This is an optimization exercise on Yosys and OpenROAD, whose aim is small area, a short achievable clock period and few clock cycles per item, not a production implementation.
No activity file was given, so power comes from the tool's default toggle rates.

## before
==> module edge_xlate, before the edit <==
module edge_xlate (
    input  wire        clk,
    input  wire        rst,
    input  wire        in_valid,
    output wire        in_ready,
    input  wire [23:0] in_ipu,       
    input  wire [23:0] in_gain,      
    input  wire [15:0] in_offset,    
    input  wire [14:0] in_h,         
    input  wire [14:0] in_delta,     
    output reg         out_valid,
    input  wire        out_ready,
    output reg  [11:0] out_ue,
    output reg  [11:0] out_le,
    output reg         out_sat
);
    reg        busy;             
    reg        tail;             
    reg [3:0]  cnt;              
    reg        neg;              
    reg [22:0] rem;              
    reg [17:0] qr;               
    reg [22:0] gn;               
    reg signed [15:0] offset;
    reg [14:0] hd;
    assign in_ready = ~busy & ~(tail & out_valid);
    wire take = in_valid & in_ready;
    wire        s_in    = in_ipu[23];
    wire [23:0] ipu_x   = in_ipu ^ {24{s_in}};
    wire [15:0] hdiff   = {1'b0, in_h} - {1'b0, in_delta};
    wire [14:0] hd_in   = (hdiff[15] || hdiff[14:4] == 11'd0) ? 15'd16 : hdiff[14:0];
    wire        last = (cnt == 4'd8);
    wire [24:0] t    = {rem, qr[17:16]};
    wire [25:0] t26  = {1'b0, t};
    wire [25:0] ng   = {3'b111, gn};                      
    wire [25:0] n2g  = {2'b11, gn, 1'b1};                 
    wire [25:0] d1   = t26 + ng + 26'd1;                  
    wire [25:0] d2   = t26 + n2g + 26'd1;                 
    wire [25:0] cs_s = t26 ^ ng ^ n2g;                    
    wire [25:0] cs_c = (t26 & ng) | (t26 & n2g) | (ng & n2g);
    wire [25:0] d3   = cs_s + {cs_c[24:0], 1'b1} + 26'd1;
    wire        ge1  = ~d1[25];
    wire        ge2  = ~d2[25];
    wire        ge3  = ~d3[25];
    wire [1:0]  dig  = {ge2, ge3 | (ge1 & ~ge2)};
    wire [22:0] r_n  = ge3 ? d3[22:0] : ge2 ? d2[22:0] : ge1 ? d1[22:0] : t[22:0];
    wire signed [19:0] qs  = $signed({{3{neg}}, qr[17:1]});    
    wire signed [19:0] ofs = offset;
    wire signed [19:0] hds = $signed({5'd0, hd});
    wire signed [19:0] us  = ofs + hds + qs + 20'sd8 + $signed({19'd0, qr[0]});
    wire signed [19:0] ls  = ofs - hds + qs + 20'sd8 + $signed({19'd0, qr[0]});
    wire u_hi = ~us[19] & (us[18:15] != 4'b0000);
    wire u_lo =  us[19] & (us[18:15] != 4'b1111);
    wire l_hi = ~ls[19] & (ls[18:15] != 4'b0000);
    wire l_lo =  ls[19] & (ls[18:15] != 4'b1111);
    wire [11:0] ue1 = u_hi ? 12'h7ff : u_lo ? 12'h800 : us[15:4];
    wire [11:0] le1 = l_hi ? 12'h7ff : l_lo ? 12'h800 : ls[15:4];
    wire n_hi = u_hi & (l_hi | (ls[19:5] == 15'h3ff));           
    wire n_lo = l_lo & (u_lo | (us[19:5] == 15'h7c00));          
    wire emit = tail & (~out_valid | out_ready);
    always @(posedge clk) begin
        rem <= r_n;
        cnt <= cnt + 4'd1;
        if (busy)
            qr <= {qr[15:0], dig ^ {2{neg}}};
        if (take) begin
            cnt    <= 4'd0;
            neg    <= s_in;
            rem    <= {2'b00, ipu_x[23:3]};
            qr     <= {ipu_x[2:0], {15{s_in}}};
            gn     <= ~in_gain[22:0];
            offset <= in_offset;
            hd     <= hd_in;
        end
        if (rst) begin
            busy      <= 1'b0;
            tail      <= 1'b0;
            out_valid <= 1'b0;
        end else begin
            if (emit) begin
                out_valid <= 1'b1;
                out_ue    <= n_lo ? 12'h802 : ue1;
                out_le    <= n_hi ? 12'h7fd : le1;
                out_sat   <= u_hi | u_lo | l_hi | l_lo;
                tail      <= 1'b0;
            end else if (out_ready)
                out_valid <= 1'b0;
            if (busy & last) begin
                busy <= 1'b0;
                tail <= 1'b1;
            end
            if (take)
                busy <= 1'b1;
        end
    end
endmodule
export LEC_CHECK = 0
export CAP_MARGIN = 20
export CORE_MARGIN = 2
export CORE_UTILIZATION = 40
export SLEW_MARGIN = 20
create_clock -name core_clock -period 16.0 [get_ports {clk}]
run.sh (not shown) runs the stock make flow with config.mk's settings and CLKGATE_MAP_FILE= SYNTH_SCRIPT=/design/flow/synth_recipe.tcl, a recipe that flattens the netlist after the stock synthesis.
before completed every stage of the flow, and the final layout passed the timing, design-rule and antenna checks.
What after does differently from before at the input level:
==> flow/design.v <==
module edge_xlate (
    input  wire        clk,
    input  wire        rst,
    input  wire        in_valid,
    output wire        in_ready,
    input  wire [23:0] in_ipu,       
    input  wire [23:0] in_gain,      
    input  wire [15:0] in_offset,    
    input  wire [14:0] in_h,         
    input  wire [14:0] in_delta,     
    output reg         out_valid,
    input  wire        out_ready,
    output reg  [11:0] out_ue,
    output reg  [11:0] out_le,
    output reg         out_sat
);
    reg        busy;             
    reg        tail;             
    reg [3:0]  cnt;              
    reg        neg;              
    reg [22:0] rem;              
    reg [2:0]  db;               
    reg [17:0] qr;               
    reg [22:0] gn;               
    reg signed [15:0] offset;
    reg [14:0] hd;               
    assign in_ready = ~busy & ~(tail & out_valid);
    wire take = in_valid & in_ready;
    wire        s_in    = in_ipu[23];
    wire [23:0] ipu_x   = in_ipu ^ {24{s_in}};
    wire [15:0] hdiff   = {1'b0, hd} - {1'b0, qr[14:0]};
    wire [14:0] hd_n    = (hdiff[15] || hdiff[14:4] == 11'd0) ? 15'd16 : hdiff[14:0];
    wire        last = (cnt == 4'd8);
    wire [24:0] t    = {rem, db[2:1]};
    wire [25:0] t26  = {1'b0, t};
    wire [25:0] ng   = {3'b111, gn};                      
    wire [25:0] n2g  = {2'b11, gn, 1'b1};                 
    wire [25:0] d1   = t26 + ng + 26'd1;                  
    wire [25:0] d2   = t26 + n2g + 26'd1;                 
    wire [25:0] cs_s = t26 ^ ng ^ n2g;                    
    wire [25:0] cs_c = (t26 & ng) | (t26 & n2g) | (ng & n2g);
    wire [25:0] d3   = cs_s + {cs_c[24:0], 1'b1} + 26'd1;
    wire        ge1  = ~d1[25];
    wire        ge2  = ~d2[25];
    wire        ge3  = ~d3[25];
    wire [1:0]  dig  = {ge2, ge3 | (ge1 & ~ge2)};
    wire [22:0] r_n  = ge3 ? d3[22:0] : ge2 ? d2[22:0] : ge1 ? d1[22:0] : t[22:0];
    wire signed [19:0] qs  = $signed({{3{neg}}, qr[17:1]});    
    wire signed [19:0] ofs = offset;
    wire signed [19:0] hds = $signed({5'd0, hd});
    wire signed [19:0] us  = ofs + hds + qs + 20'sd8 + $signed({19'd0, qr[0]});
    wire signed [19:0] ls  = ofs - hds + qs + 20'sd8 + $signed({19'd0, qr[0]});
    wire u_hi = ~us[19] & (us[18:15] != 4'b0000);
    wire u_lo =  us[19] & (us[18:15] != 4'b1111);
    wire l_hi = ~ls[19] & (ls[18:15] != 4'b0000);
    wire l_lo =  ls[19] & (ls[18:15] != 4'b1111);
    wire [11:0] ue1 = u_hi ? 12'h7ff : u_lo ? 12'h800 : us[15:4];
    wire [11:0] le1 = l_hi ? 12'h7ff : l_lo ? 12'h800 : ls[15:4];
    wire n_hi = u_hi & (l_hi | (ls[19:5] == 15'h3ff));           
    wire n_lo = l_lo & (u_lo | (us[19:5] == 15'h7c00));          
    wire emit = tail & (~out_valid | out_ready);
    always @(posedge clk) begin
        rem <= r_n;
        cnt <= cnt + 4'd1;
        db  <= {db[0], neg, neg};
        if (busy)
            qr <= {qr[15:0], dig ^ {2{neg}}};
        if (busy && cnt == 4'd0)
            hd <= hd_n;
        if (take) begin
            cnt    <= 4'd0;
            neg    <= s_in;
            rem    <= {2'b00, ipu_x[23:3]};
            db     <= ipu_x[2:0];
            qr     <= {3'b000, in_delta};
            gn     <= ~in_gain[22:0];
            offset <= in_offset;
            hd     <= in_h;
        end
        if (rst) begin
            busy      <= 1'b0;
            tail      <= 1'b0;
            out_valid <= 1'b0;
        end else begin
            if (emit) begin
                out_valid <= 1'b1;
                out_ue    <= n_lo ? 12'h802 : ue1;
                out_le    <= n_hi ? 12'h7fd : le1;
                out_sat   <= u_hi | u_lo | l_hi | l_lo;
                tail      <= 1'b0;
            end else if (out_ready)
                out_valid <= 1'b0;
            if (busy & last) begin
                busy <= 1'b0;
                tail <= 1'b1;
            end
            if (take)
                busy <= 1'b1;
        end
    end
endmodule
--- outcome ---
after reports a higher non-clock buffer total of the final layout than before does. after vs before, relative slew slack went up by 6.1 points. Going from before to after, time the final worst path needs with I/O delays and setup went down 710 ps; least setup slack across all paths after layout went up 710 ps. after vs before, number of sequential cells went up by about 2.3%. NOTE met1 layer wirelength in the final routing before->after decreased by a few percent. Looking at internal reg-to-reg setup slack across both flows, after is the stronger of the two, with before trailing.
No functional check of the RTL was part of any run of this note.

## maple
Another version of the RTL of edge_xlate (not shown whole).
Size: about 130 flip-flops, about 130 I/O pins, about 0.013 mm² of cells after synthesis.
==> module edge_xlate, before the edit <==
module edge_xlate (
    input  wire        clk,
    input  wire        rst,
    input  wire        in_valid,
    output wire        in_ready,
    input  wire [23:0] in_ipu,       
    input  wire [23:0] in_gain,      
    input  wire [15:0] in_offset,    
    input  wire [14:0] in_h,         
    input  wire [14:0] in_delta,     
    output reg         out_valid,
    input  wire        out_ready,
    output reg  [11:0] out_ue,
    output reg  [11:0] out_le,
    output reg         out_sat
);
    reg        busy;             
    reg        tail;             
    reg [3:0]  cnt;              
    reg        neg;              
    reg [22:0] rem;              
    reg [17:0] qr;               
    reg [22:0] g;
    reg signed [15:0] offset;
    reg [14:0] hd;
    assign in_ready = ~busy & ~(tail & out_valid);
    wire take = in_valid & in_ready;
    wire [23:0] ipu_abs = in_ipu[23] ? -in_ipu : in_ipu;
    wire [15:0] hdiff   = {1'b0, in_h} - {1'b0, in_delta};
    wire [14:0] hd_in   = (hdiff[15] || hdiff[14:4] == 11'd0) ? 15'd16 : hdiff[14:0];
    wire        last = (cnt == 4'd8);
    wire        tw   = last & neg;       
    wire [24:0] t    = {rem, qr[17:16]};
    wire [25:0] t26  = {1'b0, t};
    wire [25:0] ng   = ~{3'b000, g};
    wire [25:0] n2g  = ~{2'b00, g, 1'b0};
    wire [25:0] d1   = t26 + ng + {25'd0, ~tw};           
    wire [25:0] d2   = t26 + n2g + 26'd1;                 
    wire [25:0] cs_s = t26 ^ ng ^ n2g;                    
    wire [25:0] cs_c = (t26 & ng) | (t26 & n2g) | (ng & n2g);
    wire [25:0] d3   = cs_s + {cs_c[24:0], 1'b1} + {25'd0, ~tw};
    wire        ge1  = ~d1[25];
    wire        ge2  = ~d2[25];
    wire        ge3  = ~d3[25];
    wire [1:0]  dig  = {ge2, ge3 | (ge1 & ~ge2)};
    wire [22:0] r_n  = ge3 ? d3[22:0] : ge2 ? d2[22:0] : ge1 ? d1[22:0] : t[22:0];
    wire [18:0] qx  = {2'b00, qr[17:1]} ^ {19{neg}};    
    wire        ci  = qr[0] ^ neg;
    wire signed [19:0] qs  = $signed({qx[18], qx});
    wire signed [19:0] ofs = offset;
    wire signed [19:0] hds = $signed({5'd0, hd});
    wire signed [19:0] us  = ofs + hds + qs + 20'sd8 + $signed({19'd0, ci});
    wire signed [19:0] ls  = ofs - hds + qs + 20'sd8 + $signed({19'd0, ci});
    wire u_hi = ~us[19] & (us[18:15] != 4'b0000);
    wire u_lo =  us[19] & (us[18:15] != 4'b1111);
    wire l_hi = ~ls[19] & (ls[18:15] != 4'b0000);
    wire l_lo =  ls[19] & (ls[18:15] != 4'b1111);
    wire [11:0] ue1 = u_hi ? 12'h7ff : u_lo ? 12'h800 : us[15:4];
    wire [11:0] le1 = l_hi ? 12'h7ff : l_lo ? 12'h800 : ls[15:4];
    wire n_hi = u_hi & (l_hi | (ls[19:5] == 15'h3ff));           
    wire n_lo = l_lo & (u_lo | (us[19:5] == 15'h7c00));          
    wire emit = tail & (~out_valid | out_ready);
    always @(posedge clk) begin
        if (rst) begin
            busy      <= 1'b0;
            tail      <= 1'b0;
            out_valid <= 1'b0;
        end else begin
            if (emit) begin
                out_valid <= 1'b1;
                out_ue    <= n_lo ? 12'h802 : ue1;
                out_le    <= n_hi ? 12'h7fd : le1;
                out_sat   <= u_hi | u_lo | l_hi | l_lo;
                tail      <= 1'b0;
            end else if (out_ready)
                out_valid <= 1'b0;
            if (busy) begin
                rem <= r_n;
                qr  <= {qr[15:0], dig};
                cnt <= cnt + 4'd1;
                if (last) begin
                    busy <= 1'b0;
                    tail <= 1'b1;
                end
            end
            if (take) begin
                busy   <= 1'b1;
                cnt    <= 4'd0;
                neg    <= in_ipu[23];
                rem    <= {2'b00, ipu_abs[23:3]};
                qr     <= {ipu_abs[2:0], 15'd0};
                g      <= in_gain[22:0];
                offset <= in_offset;
                hd     <= hd_in;
            end
        end
    end
endmodule
clock: 16.0 ns
lec_check: 0
cap_margin: 20
core_margin: 2
core_utilization: 40
slew_margin: 20
Changes in lagoon relative to maple:
--- a/flow/design.v
+++ b/flow/design.v
@@ -13,11 +13,13 @@
     output reg  [11:0] out_ue,
     output reg  [11:0] out_le,
     output reg         out_sat
 );
+    localparam K  = 2;           
+    localparam NC = 18 / K;      
     reg        busy;             
     reg        tail;             
-    reg [3:0]  cnt;              
+    reg [4:0]  cnt;
     reg        neg;              
     reg [22:0] rem;              
     reg [17:0] qr;               
     reg [22:0] g;
@@ -27,24 +29,25 @@
     wire take = in_valid & in_ready;
     wire [23:0] ipu_abs = in_ipu[23] ? -in_ipu : in_ipu;
     wire [15:0] hdiff   = {1'b0, in_h} - {1'b0, in_delta};
     wire [14:0] hd_in   = (hdiff[15] || hdiff[14:4] == 11'd0) ? 15'd16 : hdiff[14:0];
-    wire        last = (cnt == 4'd8);
-    wire        tw   = last & neg;       
-    wire [24:0] t    = {rem, qr[17:16]};
-    wire [25:0] t26  = {1'b0, t};
-    wire [25:0] ng   = ~{3'b000, g};
-    wire [25:0] n2g  = ~{2'b00, g, 1'b0};
-    wire [25:0] d1   = t26 + ng + {25'd0, ~tw};           
-    wire [25:0] d2   = t26 + n2g + 26'd1;                 
-    wire [25:0] cs_s = t26 ^ ng ^ n2g;                    
-    wire [25:0] cs_c = (t26 & ng) | (t26 & n2g) | (ng & n2g);
-    wire [25:0] d3   = cs_s + {cs_c[24:0], 1'b1} + {25'd0, ~tw};
-    wire        ge1  = ~d1[25];
-    wire        ge2  = ~d2[25];
-    wire        ge3  = ~d3[25];
-    wire [1:0]  dig  = {ge2, ge3 | (ge1 & ~ge2)};
-    wire [22:0] r_n  = ge3 ? d3[22:0] : ge2 ? d2[22:0] : ge1 ? d1[22:0] : t[22:0];
+    reg [22:0] r_n;
+    reg [17:0] q_n;
+    reg [23:0] t;
+    reg [24:0] s;
+    reg        rnd;
+    integer i;
+    always @* begin
+        r_n = rem;
+        q_n = qr;
+        for (i = 0; i < K; i = i + 1) begin
+            rnd = (i == K - 1) && (cnt == NC - 1);
+            t   = {r_n, q_n[16] & ~rnd};
+            s   = {1'b0, t} + {1'b0, ~{1'b0, g}} + {24'd0, ~(rnd & neg)};
+            q_n = {q_n[16:0], s[24]};
+            r_n = s[24] ? s[22:0] : t[22:0];
+        end
+    end
     wire [18:0] qx  = {2'b00, qr[17:1]} ^ {19{neg}};    
     wire        ci  = qr[0] ^ neg;
     wire signed [19:0] qs  = $signed({qx[18], qx});
     wire signed [19:0] ofs = offset;
@@ -75,21 +78,21 @@
             end else if (out_ready)
                 out_valid <= 1'b0;
             if (busy) begin
                 rem <= r_n;
-                qr  <= {qr[15:0], dig};
-                cnt <= cnt + 4'd1;
-                if (last) begin
+                qr  <= q_n;
+                cnt <= cnt + 5'd1;
+                if (cnt == NC - 1) begin
                     busy <= 1'b0;
                     tail <= 1'b1;
                 end
             end
             if (take) begin
                 busy   <= 1'b1;
-                cnt    <= 4'd0;
+                cnt    <= 5'd0;
                 neg    <= in_ipu[23];
                 rem    <= {2'b00, ipu_abs[23:3]};
-                qr     <= {ipu_abs[2:0], 15'd0};
+                qr     <= {1'b0, ipu_abs[2:0], 14'd0};
                 g      <= in_gain[22:0];
                 offset <= in_offset;
                 hd     <= hd_in;
             end
[summary]
When lagoon is set beside maple, its global-route usage turns out to be 0.54 points smaller. Width of the die for lagoon: about 4.6% down relative to maple. Compared with maple, placement density in the core of lagoon is higher. Looking at number of flip-flops and latches, lagoon sits about 0.8% higher than maple does. lagoon vs maple on hold slack: lagoon is the lower one. Area fraction in compound gates after synthesis: lagoon higher than maple. [diff] net switching component of the power, lagoon relative to maple: regression. Diff lagoon..maple | clock skew | negligible. Compared with maple, lagoon shows a lower maximum operating frequency. Delta (lagoon minus maple): critical path depth picked up an extra 11, design internal power climbed 14%, setup slack decreased 0.41 ns, hold buffer count at cts stayed essentially flat. Between maple and lagoon, layout overhead on the synthesized area is lower for maple, lagoon comes in above that.
No run of this note included a check of the RTL's function; only the layout flow was run.

## re-timing with driven ports
No port has a modelled driver above. Below, the same layouts with a new extraction and two added sets of constraints.
Step 1 (the two cells are an assumption about what drives the block):
set clk [get_ports {clk}]
set_driving_cell -lib_cell sky130_fd_sc_hd__clkbuf_16 $clk
set_driving_cell -lib_cell sky130_fd_sc_hd__buf_2 [delete_from_list [all_inputs] $clk]
Step 2, shift: input delay + t, output delay - t, t = (earliest + latest rising clock arrival at the registers) / 2. This alone moves slack from input paths to output paths.
a / b / c = ideal / step 1 / step 2; a / b = the first two.
run | t, ns | setup slack, ns | clock arrival spread, ns
before | 0.491 | 9.940 / 9.968 / 9.476 | 0.009 / 0.009
after | 0.486 | 10.655 / 10.680 / 10.194 | 0.011 / 0.011
maple | 0.496 | 9.461 / 9.489 / 8.992 | 0.013 / 0.013
lagoon | 0.483 | 9.048 / 9.048 / 8.844 | 0.014 / 0.014
After both steps every run listed still meets setup and hold. For maple, which loses most, drivers alone change the setup slack by +0.028 ns; drivers and shift together by -0.469 ns.
